This is an optimization exercise on Yosys and OpenROAD, whose aim is small area, not a production implementation. In this exercise RTL edits were held to simulation tests only and were not proved equivalent to the original. Power is estimated from default activity; no workload was simulated.

==> run Z <==
==> flow/design.v <==
module clu_eval (
    input  wire        clk,
    input  wire        rst,         
    input  wire        start,
    input  wire [1:0]  mode,        
    input  wire        rev,
    input  wire        d_on_pv,
    input  wire        irst,
    input  wire        inj_en,
    input  wire        inj_point,   
    input  wire [15:0] inj_sig,
    input  wire [15:0] pv,
    input  wire [15:0] sp,
    input  wire [15:0] ff,
    input  wire [15:0] man,
    input  wire [19:0] kp,          
    input  wire [19:0] ki,
    input  wire [19:0] kd,
    input  wire [15:0] df,
    input  wire [15:0] umin,
    input  wire [15:0] umax,
    input  wire [15:0] rate,
    input  wire [39:0] c_i,         
    input  wire [15:0] c_out,
    input  wire [15:0] c_err,
    input  wire [15:0] c_pv,
    input  wire [15:0] c_dstate,
    output wire        done,
    output wire [39:0] i_out,
    output wire [15:0] d_out,
    output wire [15:0] err_out,
    output wire [15:0] pv_out,
    output wire [15:0] cand_out,
    output wire        sat,
    output wire        ova,
    output wire        lim_inv,
    output wire        at_hi,
    output wire        at_lo,
    output wire        rate_lim
);
    function automatic [47:0] rca(input [47:0] a, input [47:0] b, input ci);
        integer i;
        reg c;
        begin
            c = ci;
            for (i = 0; i < 48; i = i + 1) begin
                rca[i] = a[i] ^ b[i] ^ c;
                c      = (a[i] & b[i]) | (c & (a[i] ^ b[i]));
            end
        end
    endfunction
    function automatic lt16(input [15:0] a, input [15:0] b);
        integer i;
        reg c;
        reg [15:0] x, y;
        begin
            x = {~a[15], a[14:0]};
            y = {~b[15], b[14:0]};
            c = 1'b1;
            for (i = 0; i < 16; i = i + 1)
                c = (x[i] & ~y[i]) | (c & (x[i] | ~y[i]));
            lt16 = ~c;
        end
    endfunction
    function automatic [15:0] sat17(input [16:0] x);
        if (x[16] != x[15]) sat17 = {x[16], {15{~x[16]}}};
        else                sat17 = x[15:0];
    endfunction
    function automatic ovf17(input [16:0] x);
        ovf17 = x[16] ^ x[15];
    endfunction
    reg [4:0] cnt;
    always @(posedge clk) begin
        if (rst)
            cnt <= 5'd0;
        else if (cnt == 5'd0)
            cnt <= start ? 5'd1 : 5'd0;
        else if (cnt == 5'd16)
            cnt <= 5'd0;
        else
            cnt <= cnt + 5'd1;
    end
    wire        fin   = (cnt == 5'd16);
    wire [1:0]  slc   = cnt[1:0];
    wire [1:0]  prod  = cnt[3:2];
    wire        top   = (slc == 2'd0);
    wire        last  = (slc == 2'd3) & ~cnt[4];
    wire        c_dd  = (cnt == 5'd4);
    wire        c_d   = (cnt == 5'd8);
    wire        c_i1  = (cnt == 5'd11);
    wire        c_v   = (cnt == 5'd15);
    assign done = fin;
    wire m_off  = (mode == 2'd0);
    wire m_auto = (mode == 2'd1);
    wire m_man  = (mode == 2'd2);
    wire m_hold = (mode == 2'd3);
    wire irst_e  = irst & ~m_off;
    wire inj_sp  = inj_en & ~inj_point;
    wire inj_out = inj_en & inj_point & ~m_off;
    wire [15:0] sig_sp = inj_sp ? inj_sig : 16'd0;
    wire [16:0] sp_t   = rca({{32{sp[15]}}, sp}, {{32{sig_sp[15]}}, sig_sp}, 1'b0);
    wire [15:0] sp_e   = sat17(sp_t);
    wire        f_sp   = ovf17(sp_t);
    wire [16:0] e_s = rca({{32{sp_e[15]}}, sp_e}, ~{{32{pv[15]}}, pv}, ~rev);
    wire [16:0] e_t = e_s ^ {17{rev}};
    wire [15:0] e   = sat17(e_t);
    wire        f_e = ovf17(e_t);
    wire        pv_min  = (pv == 16'h8000);
    wire        cpv_min = (c_pv == 16'h8000);
    wire [15:0] dxa  = d_on_pv ? ~pv : e;
    wire [15:0] dxb  = d_on_pv ? {c_pv[15:1], c_pv[0] | cpv_min} : ~c_err;
    wire        dxc  = d_on_pv ? ~pv_min : 1'b1;
    wire [16:0] dx_t = rca({{32{dxa[15]}}, dxa}, {{32{dxb[15]}}, dxb}, dxc);
    wire [15:0] dx   = irst ? 16'd0 : sat17(dx_t);
    wire        f_dx = ~irst & ovf17(dx_t);
    wire        f_x  = d_on_pv & pv_min;
    wire        f_xp = ~irst & d_on_pv & cpv_min;
    wire [39:0] i0 = irst_e ? 40'd0 : c_i;
    wire [15:0] d0 = irst_e ? 16'd0 : c_dstate;
    reg  [39:0] A;       
    reg  [39:0] P;       
    reg  [15:0] R;       
    reg         sat_r, ova_r;
    wire [15:0] dd_c;    
    reg  [15:0] ma;
    reg  [15:0] bw0, bw;
    reg  [3:0]  ex;
    always @* begin
        case (prod)
            2'd0: begin ma = dx;                      bw0 = kd[15:0]; bw = kd[15:0]; ex = kd[19:16]; end
            2'd1: begin ma = m_off ? 16'd0 : df;      bw0 = dd_c;     bw = R;        ex = 4'd0;       end
            2'd2: begin ma = m_auto ? e : 16'd0;      bw0 = ki[15:0]; bw = ki[15:0]; ex = ki[19:16]; end
            default: begin ma = e;                    bw0 = kp[15:0]; bw = kp[15:0]; ex = kp[19:16]; end
        endcase
    end
    reg [3:0] bs;
    reg       bl;
    always @* begin
        case (slc)
            2'd0:    begin bs = bw0[15:12]; bl = bw0[11]; end
            2'd1:    begin bs = bw[11:8];   bl = bw[7];   end
            2'd2:    begin bs = bw[7:4];    bl = bw[3];   end
            default: begin bs = bw[3:0];    bl = 1'b0;    end
        endcase
    end
    wire        ng0 = bs[1];
    wire        on0 = bs[0] ^ bl;
    wire        tw0 = (bs[1] & ~bs[0] & ~bl) | (~bs[1] & bs[0] & bl);
    wire        ng1 = bs[3];
    wire        on1 = bs[2] ^ bs[1];
    wire        tw1 = (bs[3] & ~bs[2] & ~bs[1]) | (~bs[3] & bs[2] & bs[1]);
    wire [16:0] ax  = {ma[15], ma};
    wire [17:0] ax2 = {ax, 1'b0};
    reg  [31:0] row0, row1, pin, kc;
    reg  [31:0] s1, c1, s2, c2;
    integer j;
    always @* begin
        row0 = 32'd0; row1 = 32'd0;
        for (j = 0; j < 17; j = j + 1) begin
            row0[j]     = ((on0 & ax[j]) | (tw0 & ax2[j])) ^ ng0;
            row1[j + 2] = ((on1 & ax[j]) | (tw1 & ax2[j])) ^ ng1;
        end
        row0[16] = ~row0[16];
        row1[18] = ~row1[18];
        row0[2]  = row0[2];
        pin = top ? 32'd0 : {P[27:0], 4'd0};
        kc  = 32'hFFFB0000 | {29'd0, ng1, 1'b0, ng0};
        s1 = row0 ^ row1 ^ pin;
        c1 = ((row0 & row1) | (pin & (row0 ^ row1))) << 1;
        s2 = s1 ^ c1 ^ kc;
        c2 = ((s1 & c1) | (kc & (s1 ^ c1))) << 1;
    end
    wire [47:0] m_full = rca({16'd0, s2}, {16'd0, c2}, 1'b0);
    wire [31:0] M      = m_full[31:0];
    wire [3:0]  sh  = {~ex[3], ex[2:0]};
    wire [46:0] t   = {{15{M[31]}}, M} << sh;
    wire [38:0] sc  = t[46:8];
    wire        rnd = t[7] & (t[8] | (|t[6:0]));
    wire        r15p = P[14] & (P[15] | (|P[13:0]));
    wire [25:0] rq   = rca({{23{P[39]}}, P[39:15]}, 48'd0, r15p);
    wire        rq_ovf = ~((&rq[25:15]) | ~(|rq[25:15]));
    wire [15:0] dq   = rq_ovf ? {rq[25], {15{~rq[25]}}} : rq[15:0];
    wire [15:0] u;
    wire [16:0] d0x = {d0[15], d0};
    wire [16:0] qa = ({17{c_dd}} & {dq[15], dq}) | ({17{c_d}} & rq[16:0]) |
                     ({17{c_v}} & {R[15], R}) | ({17{fin}} & {u[15], u});
    wire [16:0] qb = ({17{c_dd | c_d}} & (d0x ^ {17{c_dd}})) |
                     ({17{c_v}} & {ff[15], ff}) |
                     ({17{fin & inj_out}} & {inj_sig[15], inj_sig});
    wire [16:0] qs    = rca({{31{qa[16]}}, qa}, {{31{qb[16]}}, qb}, c_dd);
    wire [15:0] q_sat = sat17(qs);
    wire        q_ovf = ovf17(qs);
    assign dd_c = q_sat;
    wire        track;
    wire        tr_on = fin & track;
    wire [41:0] xa = (c_i1 ? {{2{i0[39]}}, i0} : 42'd0) |
                     ((c_v | fin) ? {{2{A[39]}}, A} : 42'd0);
    wire [41:0] ya = (last ? {{3{sc[38]}}, sc} : 42'd0) |
                     (tr_on ? ~{{2{P[39]}}, P} : 42'd0);
    wire [26:0] za = (c_v ? {{10{qs[16]}}, qs} : 27'd0) |
                     (tr_on ? {{11{u[15]}}, u} : 27'd0);
    wire        ci = last ? rnd : tr_on;
    wire [41:0] zs  = {za, 15'd0};
    wire [41:0] cs_s = xa ^ ya ^ zs;
    wire [41:0] cs_c = ((xa & ya) | (zs & (xa ^ ya))) << 1;
    wire [47:0] sum_f = rca({6'd0, cs_s}, {6'd0, cs_c}, ci);
    wire [41:0] sum  = sum_f[41:0];
    wire        s_ov = ~((&sum[41:39]) | ~(|sum[41:39]));
    wire [39:0] sa   = s_ov ? {sum[41], {39{~sum[41]}}} : sum[39:0];
    always @(posedge clk) begin
        if (c_i1)
            A <= sa;
        if (last)
            P <= sa;
        else
            P <= {sa[39:28], M[27:0]};
        if (c_dd | c_d)
            R <= q_sat;
        if (cnt == 5'd0) begin
            sat_r <= 1'b0;
            ova_r <= 1'b0;
        end else begin
            if (c_dd)
                sat_r <= sat_r | rq_ovf | q_ovf;
            if (c_d)
                sat_r <= sat_r | q_ovf;
            if (c_i1 | c_v)
                ova_r <= ova_r | s_ov;
        end
    end
    wire        u0_ovf = rq_ovf;
    wire [15:0] u0   = dq;
    wire        inv = lt16(umax, umin);
    wire [15:0] lo  = inv ? umax : umin;
    wire [15:0] hi  = umax;
    wire [15:0] w    = m_man ? man : u0;
    wire        w_hi = lt16(hi, w);
    wire        w_lo = lt16(w, lo);
    wire        uc_mx = w_hi | (w_lo & inv);
    wire        uc_mn = ~w_hi & w_lo & ~inv;
    wire        uc_w  = ~w_hi & ~w_lo;
    wire [15:0] uc   = ({16{uc_mx}} & umax) | ({16{uc_mn}} & umin) |
                       ({16{uc_w & m_man}} & man) | ({16{uc_w & ~m_man}} & u0);
    wire        rpos = ~rate[15] & (|rate[14:0]);
    wire        use_rate = m_auto & rpos;
    wire [16:0] rl_t = rca({{32{c_out[15]}}, c_out}, ~{{32{rate[15]}}, rate}, 1'b1);
    wire [16:0] rh_t = rca({{32{c_out[15]}}, c_out}, {{32{rate[15]}}, rate}, 1'b0);
    wire [15:0] rl   = sat17(rl_t);
    wire [15:0] rh   = sat17(rh_t);
    wire        rl_hit = lt16(uc, rl);
    wire        rh_hit = lt16(rh, uc);
    wire        s_rl = use_rate & rl_hit;
    wire        s_rh = use_rate & ~rl_hit & rh_hit;
    wire        s_uc = (m_auto | m_man) & ~s_rl & ~s_rh;
    assign u = ({16{s_rl}} & rl) | ({16{s_rh}} & rh) | ({16{s_uc}} & uc) |
               ({16{m_hold}} & c_out);
    assign track = m_auto ? (u0_ovf | (u != u0)) : (m_man | m_hold);
    wire        c_hi = lt16(hi, q_sat);
    wire        c_lo = lt16(q_sat, lo);
    wire        cd_mx = inj_out & (c_hi | (c_lo & inv));
    wire        cd_mn = inj_out & ~c_hi & c_lo & ~inv;
    wire        cd_q  = inj_out & ~c_hi & ~c_lo;
    wire [15:0] cand = ({16{cd_mx}} & umax) | ({16{cd_mn}} & umin) |
                       ({16{cd_q}} & q_sat) | ({16{~inj_out}} & u);
    assign i_out    = sum[39:0];
    assign d_out    = R;
    assign err_out  = m_off ? c_err : e;
    assign pv_out   = m_off ? c_pv : pv;
    assign cand_out = cand;
    assign sat = ~m_off & (f_sp | f_e | f_x | f_xp | f_dx | sat_r |
                           (m_auto & u0_ovf) |
                           (use_rate & (ovf17(rl_t) | ovf17(rh_t))) |
                           (inj_out & q_ovf));
    assign ova      = ~m_off & ova_r;
    assign lim_inv  = ~m_off & inv;
    assign at_hi    = (m_auto | m_man) & w_hi;
    assign at_lo    = (m_auto | m_man) & w_lo;
    assign rate_lim = use_rate & (rl_hit | rh_hit);
endmodule
==> flow/flow/run.sh <==
#!/bin/bash
# The standard ORFS layout (standard.sh), with two changes:
#  - the port buffers use the smallest buffer cell instead of the resizer's
#    pick (every input and output port still gets its own buffer);
#  - synthesis maps the logic with an area-oriented ABC script (the flip-flops
#    are mapped before ABC runs, so they are the standard synthesis's).
# The make output goes to standard_flow.log; ORFS keeps each step's log
# under orfs/logs.
set -euo pipefail
here=$(pwd)
rm -rf "$here/scripts_local"
cp -r "$FLOW_HOME/scripts" "$here/scripts_local"
cp "$here/flow/abc_area.script" "$here/scripts_local/abc_area.script"
export BUFFER_PORTS_ARGS="-buffer_cell sky130_fd_sc_hd__buf_1"
bash standard.sh SCRIPTS_DIR="$here/scripts_local" finish > standard_flow.log 2>&1
==> flow/flow/abc_area.script <==
strash
dch -f
amap -m
mfs2
strash
dch -f
amap -m
topo
dnsize -c
==> flow/standard.sh <==
#!/bin/bash
# synth_recipe.tcl (not shown) runs the flow's synth.tcl, then flattens the netlist and writes it again
# the make line also repeats each setting of config.mk as NAME=value (left out here)
make -C /OpenROAD-flow-scripts/flow DESIGN_CONFIG=/design/flow/config.mk WORK_HOME=/design/flow/orfs CLKGATE_MAP_FILE= SYNTH_SCRIPT=/design/flow/synth_recipe.tcl "${@:-finish}"
==> flow/config.mk <==
export PLATFORM = sky130hd
export DESIGN_NAME = clu_eval
export DESIGN_NICKNAME = clu_eval
export VERILOG_FILES = /design/flow/design.v
export SDC_FILE = /design/flow/constraint.sdc
export NUM_CORES = 4
export LEC_CHECK = 0
export ABC_AREA = 1
export CAP_MARGIN = 20
export CORE_MARGIN = 2
export CORE_UTILIZATION = 45
export CTS_CLUSTER_DIAMETER = 50
export CTS_CLUSTER_SIZE = 8
export SLEW_MARGIN = 20
==> flow/constraint.sdc <==
create_clock -name core_clock -period 90.0 [get_ports {clk}]
set_input_delay 18.0000 -clock core_clock [delete_from_list [all_inputs] [get_ports {clk}]]
set_output_delay 18.0000 -clock core_clock [all_outputs]
set_load 0.01 [all_outputs]
==> run H (differences from run Z) <==
==> flow/design.v, changed modules only <==
module clu_eval (
    input  wire        clk,
    input  wire        rst,         
    input  wire        start,
    input  wire [1:0]  mode,        
    input  wire        rev,
    input  wire        d_on_pv,
    input  wire        irst,
    input  wire        inj_en,
    input  wire        inj_point,   
    input  wire [15:0] inj_sig,
    input  wire [15:0] pv,
    input  wire [15:0] sp,
    input  wire [15:0] ff,
    input  wire [15:0] man,
    input  wire [19:0] kp,          
    input  wire [19:0] ki,
    input  wire [19:0] kd,
    input  wire [15:0] df,
    input  wire [15:0] umin,
    input  wire [15:0] umax,
    input  wire [15:0] rate,
    input  wire [39:0] c_i,         
    input  wire [15:0] c_out,
    input  wire [15:0] c_err,
    input  wire [15:0] c_pv,
    input  wire [15:0] c_dstate,
    output wire        done,
    output wire [39:0] i_out,
    output wire [15:0] d_out,
    output wire [15:0] err_out,
    output wire [15:0] pv_out,
    output wire [15:0] cand_out,
    output wire        sat,
    output wire        ova,
    output wire        lim_inv,
    output wire        at_hi,
    output wire        at_lo,
    output wire        rate_lim
);
    function automatic [47:0] rca(input [47:0] a, input [47:0] b, input ci);
        integer i;
        reg c;
        begin
            c = ci;
            for (i = 0; i < 48; i = i + 1) begin
                rca[i] = a[i] ^ b[i] ^ c;
                c      = (a[i] & b[i]) | (c & (a[i] ^ b[i]));
            end
        end
    endfunction
    function automatic lt16(input [15:0] a, input [15:0] b);
        integer i;
        reg c;
        reg [15:0] x, y;
        begin
            x = {~a[15], a[14:0]};
            y = {~b[15], b[14:0]};
            c = 1'b1;
            for (i = 0; i < 16; i = i + 1)
                c = (x[i] & ~y[i]) | (c & (x[i] | ~y[i]));
            lt16 = ~c;
        end
    endfunction
    function automatic [15:0] sat17(input [16:0] x);
        if (x[16] != x[15]) sat17 = {x[16], {15{~x[16]}}};
        else                sat17 = x[15:0];
    endfunction
    function automatic ovf17(input [16:0] x);
        ovf17 = x[16] ^ x[15];
    endfunction
    reg [4:0] cnt;
    always @(posedge clk) begin
        if (rst)
            cnt <= 5'd0;
        else if (cnt == 5'd0)
            cnt <= start ? 5'd1 : 5'd0;
        else if (cnt == 5'd16)
            cnt <= 5'd0;
        else
            cnt <= cnt + 5'd1;
    end
    wire        fin   = (cnt == 5'd16);
    wire [1:0]  slc   = cnt[1:0];
    wire [1:0]  prod  = cnt[3:2];
    wire        top   = (slc == 2'd0);
    wire        last  = (slc == 2'd3) & ~cnt[4];
    wire        c_dd  = (cnt == 5'd4);
    wire        c_d   = (cnt == 5'd8);
    wire        c_i1  = (cnt == 5'd11);
    wire        c_v   = (cnt == 5'd15);
    assign done = fin;
    wire m_off  = (mode == 2'd0);
    wire m_auto = (mode == 2'd1);
    wire m_man  = (mode == 2'd2);
    wire m_hold = (mode == 2'd3);
    wire irst_e  = irst & ~m_off;
    wire inj_sp  = inj_en & ~inj_point;
    wire inj_out = inj_en & inj_point & ~m_off;
    wire [15:0] sig_sp = inj_sp ? inj_sig : 16'd0;
    wire [16:0] sp_t   = rca({{32{sp[15]}}, sp}, {{32{sig_sp[15]}}, sig_sp}, 1'b0);
    wire [15:0] sp_e   = sat17(sp_t);
    wire        f_sp   = ovf17(sp_t);
    wire [16:0] e_s = rca({{32{sp_e[15]}}, sp_e}, ~{{32{pv[15]}}, pv}, ~rev);
    wire [16:0] e_t = e_s ^ {17{rev}};
    wire [15:0] e   = sat17(e_t);
    wire        f_e = ovf17(e_t);
    wire        pv_min  = (pv == 16'h8000);
    wire        cpv_min = (c_pv == 16'h8000);
    wire [15:0] dxa  = d_on_pv ? ~pv : e;
    wire [15:0] dxb  = d_on_pv ? {c_pv[15:1], c_pv[0] | cpv_min} : ~c_err;
    wire        dxc  = d_on_pv ? ~pv_min : 1'b1;
    wire        c_dx = (cnt[4:2] == 3'd0);    
    wire        f_x  = d_on_pv & pv_min;
    wire        f_xp = ~irst & d_on_pv & cpv_min;
    wire [39:0] i0 = irst_e ? 40'd0 : c_i;
    wire [15:0] d0 = irst_e ? 16'd0 : c_dstate;
    reg  [39:0] A;       
    reg  [39:0] P;       
    reg  [15:0] R;       
    reg         sat_r, ova_r;
    wire [15:0] dd_c;
    wire [15:0] q_sat;
    wire [15:0] dx = irst ? 16'd0 : q_sat;    
    reg  [15:0] ma;
    reg  [15:0] bw0, bw;
    reg  [3:0]  ex;
    always @* begin
        case (prod)
            2'd0: begin ma = dx;                      bw0 = kd[15:0]; bw = kd[15:0]; ex = kd[19:16]; end
            2'd1: begin ma = m_off ? 16'd0 : df;      bw0 = dd_c;     bw = R;        ex = 4'd0;       end
            2'd2: begin ma = m_auto ? e : 16'd0;      bw0 = ki[15:0]; bw = ki[15:0]; ex = ki[19:16]; end
            default: begin ma = e;                    bw0 = kp[15:0]; bw = kp[15:0]; ex = kp[19:16]; end
        endcase
    end
    reg [3:0] bs;
    reg       bl;
    always @* begin
        case (slc)
            2'd0:    begin bs = bw0[15:12]; bl = bw0[11]; end
            2'd1:    begin bs = bw[11:8];   bl = bw[7];   end
            2'd2:    begin bs = bw[7:4];    bl = bw[3];   end
            default: begin bs = bw[3:0];    bl = 1'b0;    end
        endcase
    end
    wire        ng0 = bs[1];
    wire        on0 = bs[0] ^ bl;
    wire        tw0 = (bs[1] & ~bs[0] & ~bl) | (~bs[1] & bs[0] & bl);
    wire        ng1 = bs[3];
    wire        on1 = bs[2] ^ bs[1];
    wire        tw1 = (bs[3] & ~bs[2] & ~bs[1]) | (~bs[3] & bs[2] & bs[1]);
    wire [16:0] ax  = {ma[15], ma};
    wire [17:0] ax2 = {ax, 1'b0};
    reg  [31:0] row0, row1, pin, kc;
    reg  [31:0] s1, c1, s2, c2;
    integer j;
    always @* begin
        row0 = 32'd0; row1 = 32'd0;
        for (j = 0; j < 17; j = j + 1) begin
            row0[j]     = ((on0 & ax[j]) | (tw0 & ax2[j])) ^ ng0;
            row1[j + 2] = ((on1 & ax[j]) | (tw1 & ax2[j])) ^ ng1;
        end
        row0[16] = ~row0[16];
        row1[18] = ~row1[18];
        row0[2]  = row0[2];
        pin = top ? 32'd0 : {P[27:0], 4'd0};
        kc  = 32'hFFFB0000 | {29'd0, ng1, 1'b0, ng0};
        s1 = row0 ^ row1 ^ pin;
        c1 = ((row0 & row1) | (pin & (row0 ^ row1))) << 1;
        s2 = s1 ^ c1 ^ kc;
        c2 = ((s1 & c1) | (kc & (s1 ^ c1))) << 1;
    end
    wire [47:0] m_full = rca({16'd0, s2}, {16'd0, c2}, 1'b0);
    wire [31:0] M      = m_full[31:0];
    wire [3:0]  sh  = last ? {~ex[3], ex[2:0]} : 4'd8;
    wire [46:0] t   = {{15{M[31]}}, M} << sh;
    wire [38:0] sc  = t[46:8];
    wire        rnd = t[7] & (t[8] | (|t[6:0]));
    wire        r15p = P[14] & (P[15] | (|P[13:0]));
    wire [25:0] rq   = rca({{23{P[39]}}, P[39:15]}, 48'd0, r15p);
    wire        rq_ovf = ~((&rq[25:15]) | ~(|rq[25:15]));
    wire [15:0] dq   = rq_ovf ? {rq[25], {15{~rq[25]}}} : rq[15:0];
    wire [15:0] u;
    wire [16:0] d0x = {d0[15], d0};
    wire [16:0] qa = ({17{c_dx}} & {dxa[15], dxa}) | ({17{c_dd}} & {dq[15], dq}) | ({17{c_d}} & rq[16:0]) |
                     ({17{c_v}} & {R[15], R}) | ({17{fin}} & {u[15], u});
    wire [16:0] qb = ({17{c_dx}} & {dxb[15], dxb}) | ({17{c_dd | c_d}} & (d0x ^ {17{c_dd}})) |
                     ({17{c_v}} & {ff[15], ff}) |
                     ({17{fin & inj_out}} & {inj_sig[15], inj_sig});
    wire [16:0] qs    = rca({{31{qa[16]}}, qa}, {{31{qb[16]}}, qb}, c_dd | (c_dx & dxc));
    assign      q_sat = sat17(qs);
    wire        q_ovf = ovf17(qs);
    assign dd_c = q_sat;
    wire        track;
    wire        tr_on = fin & track;
    wire [40:0] xa = (c_i1 ? {i0[39], i0} : 41'd0) |
                     ((c_v | fin) ? {A[39], A} : 41'd0);
    wire [40:0] ya = (~fin ? {{2{sc[38]}}, sc} : 41'd0) |
                     (tr_on ? ~{P[39], P} : 41'd0);
    wire [25:0] za = (c_v ? {{9{qs[16]}}, qs} : 26'd0) |
                     (tr_on ? {{10{u[15]}}, u} : 26'd0);
    wire        ci = rnd | tr_on;
    wire [40:0] zs  = {za, 15'd0};
    wire [40:0] cs_s = xa ^ ya ^ zs;
    wire [40:0] cs_c = ((xa & ya) | (zs & (xa ^ ya))) << 1;
    wire [47:0] sum_f = rca({7'd0, cs_s}, {7'd0, cs_c}, ci);
    wire [40:0] sum  = sum_f[40:0];
    wire        s_ov = sum[40] ^ sum[39];
    wire [39:0] sa   = s_ov ? {sum[40], {39{~sum[40]}}} : sum[39:0];
    always @(posedge clk) begin
        if (c_i1)
            A <= sa;
        P <= sa;
        if (c_dd | c_d)
            R <= q_sat;
        if (cnt == 5'd0) begin
            sat_r <= ~irst & q_ovf;      
            ova_r <= 1'b0;
        end else begin
            if (c_dd)
                sat_r <= sat_r | rq_ovf | q_ovf;
            if (c_d)
                sat_r <= sat_r | q_ovf;
            if (c_i1 | c_v)
                ova_r <= ova_r | s_ov;
        end
    end
    wire        u0_ovf = rq_ovf;
    wire [15:0] u0   = dq;
    wire        inv = lt16(umax, umin);
    wire [15:0] lo  = inv ? umax : umin;
    wire [15:0] hi  = umax;
    wire [15:0] w    = m_man ? man : u0;
    wire        w_hi = lt16(hi, w);
    wire        w_lo = lt16(w, lo);
    wire        uc_mx = w_hi | (w_lo & inv);
    wire        uc_mn = ~w_hi & w_lo & ~inv;
    wire        uc_w  = ~w_hi & ~w_lo;
    wire [15:0] uc   = ({16{uc_mx}} & umax) | ({16{uc_mn}} & umin) |
                       ({16{uc_w & m_man}} & man) | ({16{uc_w & ~m_man}} & u0);
    wire        rpos = ~rate[15] & (|rate[14:0]);
    wire        use_rate = m_auto & rpos;
    wire [16:0] rl_t = rca({{32{c_out[15]}}, c_out}, ~{{32{rate[15]}}, rate}, 1'b1);
    wire [16:0] rh_t = rca({{32{c_out[15]}}, c_out}, {{32{rate[15]}}, rate}, 1'b0);
    wire [15:0] rl   = sat17(rl_t);
    wire [15:0] rh   = sat17(rh_t);
    wire        rl_hit = lt16(uc, rl);
    wire        rh_hit = lt16(rh, uc);
    wire        s_rl = use_rate & rl_hit;
    wire        s_rh = use_rate & ~rl_hit & rh_hit;
    wire        s_uc = (m_auto | m_man) & ~s_rl & ~s_rh;
    assign u = ({16{s_rl}} & rl) | ({16{s_rh}} & rh) | ({16{s_uc}} & uc) |
               ({16{m_hold}} & c_out);
    assign track = m_auto ? (u0_ovf | (u != u0)) : (m_man | m_hold);
    wire        c_hi = lt16(hi, q_sat);
    wire        c_lo = lt16(q_sat, lo);
    wire        cd_mx = inj_out & (c_hi | (c_lo & inv));
    wire        cd_mn = inj_out & ~c_hi & c_lo & ~inv;
    wire        cd_q  = inj_out & ~c_hi & ~c_lo;
    wire [15:0] cand = ({16{cd_mx}} & umax) | ({16{cd_mn}} & umin) |
                       ({16{cd_q}} & q_sat) | ({16{~inj_out}} & u);
    assign i_out    = sum[39:0];
    assign d_out    = R;
    assign err_out  = m_off ? c_err : e;
    assign pv_out   = m_off ? c_pv : pv;
    assign cand_out = cand;
    assign sat = ~m_off & (f_sp | f_e | f_x | f_xp | sat_r |
                           (m_auto & u0_ovf) |
                           (use_rate & (ovf17(rl_t) | ovf17(rh_t))) |
                           (inj_out & q_ovf));
    assign ova      = ~m_off & ova_r;
    assign lim_inv  = ~m_off & inv;
    assign at_hi    = (m_auto | m_man) & w_hi;
    assign at_lo    = (m_auto | m_man) & w_lo;
    assign rate_lim = use_rate & (rl_hit | rh_hit);
endmodule
==> flow/flow/run.sh (replaced) <==
#!/bin/bash
# The standard ORFS layout (standard.sh), with these changes:
#  - the port buffers use the smallest buffer cell instead of the resizer's
#    pick (every input and output port still gets its own buffer);
#  - synthesis maps all logic, adders included, with an area-oriented ABC
#    script instead of first extracting full/half-adder cells (the
#    flip-flops are mapped before ABC runs, so they are the standard
#    synthesis's).
# The make output goes to standard_flow.log; ORFS keeps each step's log
# under orfs/logs.
set -euo pipefail
here=$(pwd)
rm -rf "$here/scripts_local"
cp -r "$FLOW_HOME/scripts" "$here/scripts_local"
cp "$here/flow/abc_area.script" "$here/scripts_local/abc_area.script"
export BUFFER_PORTS_ARGS="-buffer_cell sky130_fd_sc_hd__buf_1"
bash standard.sh SCRIPTS_DIR="$here/scripts_local" ADDER_MAP_FILE= finish > standard_flow.log 2>&1
==> flow/flow/abc_area.script (replaced) <==
strash
dch -f
amap -m -F 4 -A 10
mfs2 -a
strash
dch -f
amap -m -F 4 -A 10
mfs2 -a
strash
dch -f
amap -m -F 4 -A 10
mfs2 -a
strash
dch -f
amap -m -F 4 -A 10
mfs2 -a
strash
dch -f
amap -m -F 4 -A 10
topo
dnsize -c
CAP_MARGIN = 5   (was 20)
GPL_TIMING_DRIVEN = 0   (was not set)
SLEW_MARGIN = 5   (was 20)
==> qor summary <==
quantity	run Z	run H
Run status	no timing/DRC/antenna violations	finished with violations
Violated checks	-	capacitance limit, slew limit
Sw Ratio	0.545	0.578
Area grow syn2layout	17.2%	18.2%
CP bufs+invs	14	11
Global-route wire length before repair	120000 um	123000 um
Leakage power of the design	6.94 nW	6.35 nW
Final critical-path setup slack	6.12 ns	15.81 ns
Simple-gate share of the synthesized area	0.116	0.213
Worst hold path stage count	1	2
Power Total	0.652 mW	0.896 mW
Post-synthesis cell count	2167	2673
Sequential cell power	0.0697 mW	0.0914 mW
Number of antenna diodes	1	5
Post-synth top area share	0.230	0.161
Fin Clk Skew	0.0104 ns	0.00895 ns
Pin count of the biggest net entering global routing	48	42
Final-layout clock-cell area share	0.0142	0.0147
Peak fanout along the critical path	17	25
Router iterations before antenna repair	7	9

## what the ideal ports hide
In the flow no input, the clock included, has a driving cell. The finished layouts below were timed again as built, in two steps. Step 1 assumes that a clkbuf_16 drives the clock port and a buf_2 every other input. Step 2 times the ports against the registers' clock, not the clock port: input delays grow and output delays shrink by t, the midpoint of the rising clock arrivals with the driver on. Three values: no drivers, after step 1, after step 2; two values: the first two.
| run | t (ns) | setup slack, ns | hold WS [ns] | worst slew at a driven data input, ns |
|---|---|---|---|---|
| run Z | 0.422 | 6.122 / 6.099 / 6.099 | 0.482 / 0.482 / 0.482 | 0.11 |
| run H | 0.424 | 15.814 / 15.728 / 15.728 | 0.487 / 0.487 / 0.487 | 0.12 |
The setup slack of run H, which loses most, moves by -0.086 ns with the drivers and by -0.086 ns with both steps.
